This design comes from an exercise in tuning for small area, a short achievable clock period and few clock cycles on the open sky130 flow, not from production work.

## old
// pred_expand
module pred_expand (
    input  wire        clk,
    input  wire        rst,
    input  wire        cmd_valid,
    output wire        cmd_ready,
    input  wire [14:0] cmd_size,
    input  wire        in_valid,
    output wire        in_ready,
    input  wire [7:0]  in_data,
    input  wire        in_last,
    output wire        out_valid,
    input  wire        out_ready,
    output wire [7:0]  out_data,
    output wire        done_valid,
    output wire        done_err
);
Size: roughly 1800 cells after synthesis, roughly 160 flip-flops, about 42 I/O pins, about 0.012 mm^2 of cells after synthesis.
Settings: LEC_CHECK=0, ABC_AREA=1, CAP_MARGIN=20, CORE_MARGIN=2, CORE_UTILIZATION=40, PLACE_DENSITY=0.6, SLEW_MARGIN=20; clock period 6.5 ns.
run.sh (not shown) runs the stock make flow with config.mk's settings and CLKGATE_MAP_FILE= SYNTH_SCRIPT=/design/flow/synth_recipe.tcl, a recipe that flattens the netlist after the stock synthesis.
old did not stop at any stage, and its layout met the timing, DRC and antenna checks.
What new does differently from old at the input level:
-- flow/design.v --
<<< old, line 24
    reg        err;
    reg [31:0] bbuf;         
    reg [4:0]  rp;           
    reg [1:0]  wp;           
    reg [5:0]  bcnt;         
    reg        t_valid;
    reg [8:0]  t_u;
>>> new, line 24
    reg        err;
    reg [31:0] bbuf;         
    reg [5:0]  rp;           
    reg [2:0]  wp;           
    wire [5:0] bcnt = {wp, 3'd0} - rp;    
    reg        t_valid;
    reg [8:0]  t_u;
<<< old, line 58
    wire [7:0]  u_e    = w[23:16];
    wire [8:0]  u9     = esc ? {1'b0, u_e} : u_n[8:0];
    wire [6:0]  bck    = {1'b0, bcnt} - 7'd1 - {4'd0, k};
    reg  [15:0] zmask;
    integer j;
    always @(*) begin
        for (j = 0; j < 16; j = j + 1)
            zmask[j] = !bck[6] && (bck[5:0] >= j[5:0]);
    end
    wire        have_n = |(nz & zmask);
    wire        have_e = (bcnt >= 6'd24);
>>> new, line 58
    wire [7:0]  u_e    = w[23:16];
    wire [8:0]  u9     = esc ? {1'b0, u_e} : u_n[8:0];
    reg  [23:0] bthermo;     
    integer j;
    always @(*) begin
        for (j = 0; j < 24; j = j + 1)
            bthermo[j] = (bcnt > j[5:0]);
    end
    wire [15:0] zmask  = bthermo >> k;          
    wire        have_n = |(nz & zmask);
    wire        have_e = (bcnt >= 6'd24);
<<< old, line 83
    wire starved = ((act_hdr && !have_h) || (act_res && !have_r)) && seen_last;
    wire emit    = take_r || act_zer;
    wire [4:0] rpk    = rp + 5'd1 + {2'd0, k};
    wire [4:0] rp_res = esc ? {rp[4:3] + 2'd3, rp[2:0]} : rpk + {1'b0, z};
    wire [4:0] rp_hdr = rp + (hdr_zero ? 5'd3 : 5'd6);
    wire [5:0] bc_in  = bcnt + {in_fire, 3'd0};
    wire [5:0] bck_in = bc_in - 6'd1 - {3'd0, k};
    wire [5:0] bc_res = esc ? bc_in - 6'd24 : bck_in - {2'b0, z};
    wire [5:0] bc_hdr = bc_in - (hdr_zero ? 6'd3 : 6'd6);
    wire [5:0] bc_dec = take_r ? bc_res : take_h ? bc_hdr : bc_in;
    reg [7:0] p;
    always @(*) begin
>>> new, line 83
    wire starved = ((act_hdr && !have_h) || (act_res && !have_r)) && seen_last;
    wire emit    = take_r || act_zer;
    wire [5:0] rpk    = rp + 6'd1 + {3'd0, k};
    wire [5:0] rz3    = z[3] ? rpk + 6'd8 : rpk;
    wire [5:0] rz2    = z[2] ? rz3 + 6'd4 : rz3;
    wire [5:0] rz1    = z[1] ? rz2 + 6'd2 : rz2;
    wire [5:0] rz0    = z[0] ? rz1 + 6'd1 : rz1;
    wire [5:0] rp_res = esc ? {rp[5:3] + 3'd3, rp[2:0]} : rz0;
    wire [5:0] rp_hdr = rp + (hdr_zero ? 6'd3 : 6'd6);
    reg [7:0] p;
    always @(*) begin
<<< old, line 120
    always @(posedge clk) begin
        if (in_fire) begin
            case (wp)
                2'd0: bbuf[7:0]   <= in_data;
                2'd1: bbuf[15:8]  <= in_data;
>>> new, line 119
    always @(posedge clk) begin
        if (in_fire) begin
            case (wp[1:0])
                2'd0: bbuf[7:0]   <= in_data;
                2'd1: bbuf[15:8]  <= in_data;
<<< old, line 147
            seen_last <= 1'b0;
            err       <= 1'b0;
            rp        <= 5'd0;
            wp        <= 2'd0;
            bcnt      <= 6'd0;
            t_valid   <= 1'b0;
            o_valid   <= 1'b0;
>>> new, line 146
            seen_last <= 1'b0;
            err       <= 1'b0;
            rp        <= 6'd0;
            wp        <= 3'd0;
            t_valid   <= 1'b0;
            o_valid   <= 1'b0;
<<< old, line 155
            if (take_r)      rp <= rp_res;
            else if (take_h) rp <= rp_hdr;
            wp   <= wp + {1'b0, in_fire};
            bcnt <= bc_dec;
            if (in_fire && in_last) seen_last <= 1'b1;
            if (emit)        t_valid <= 1'b1;
>>> new, line 153
            if (take_r)      rp <= rp_res;
            else if (take_h) rp <= rp_hdr;
            wp   <= wp + {2'b0, in_fire};
            if (in_fire && in_last) seen_last <= 1'b1;
            if (emit)        t_valid <= 1'b1;
<<< old, line 180
                remain    <= cmd_size;
                opos      <= 6'd0;
                rp        <= 5'd0;
                wp        <= 2'd0;
                bcnt      <= 6'd0;
                seen_last <= 1'b0;
                err       <= 1'b0;
>>> new, line 177
                remain    <= cmd_size;
                opos      <= 6'd0;
                rp        <= 6'd0;
                wp        <= 3'd0;
                seen_last <= 1'b0;
                err       <= 1'b0;
Notes after the runs:
- new vs old on minimum setup slack after placement: new is the higher one.
- Start point of the critical path: rp[1] -> old, rp[0] -> new
- new reports a lower register share of the cell area than old does.
- X dimension of the die (new vs. old) increases by a few percent
- Count of clock-buffer cells in the layout for new: about 5% down relative to old
- Going from old to new, sequential cell count fell 4; number of detailed-route iterations in the first pass lower.
- new gives less met3 global-route usage than old did.
No run of this note included a check of the RTL's function; only the layout flow was run.

-- port drivers added, routing unchanged --
How much do the figures lean on ideal ports? The routed layouts below were timed once more, with nothing changed but the port constraints.
Step 1 (the two cells are an assumption about what drives the block):
set clk [get_ports {clk}]
set_driving_cell -lib_cell sky130_fd_sc_hd__clkbuf_16 $clk
set_driving_cell -lib_cell sky130_fd_sc_hd__buf_2 [delete_from_list [all_inputs] $clk]
Step 2 times the ports against the registers' clock, not the clock port: input delays grow and output delays shrink by t, the midpoint of the rising clock arrivals with the driver on.
a / b / c = ideal ports / drivers / drivers and shift; a / b = the first two.
run | shift t [ns] | setup slack, ns | worst setup path at the end | worst data-port slew with drivers (ns)
old | 0.497 | 1.280 / 1.280 / 1.280 | register to register | 0.03
new | 0.493 | 1.569 / 1.520 / 1.610 | register to register | 0.04
After both steps setup and hold are still met in every run listed.
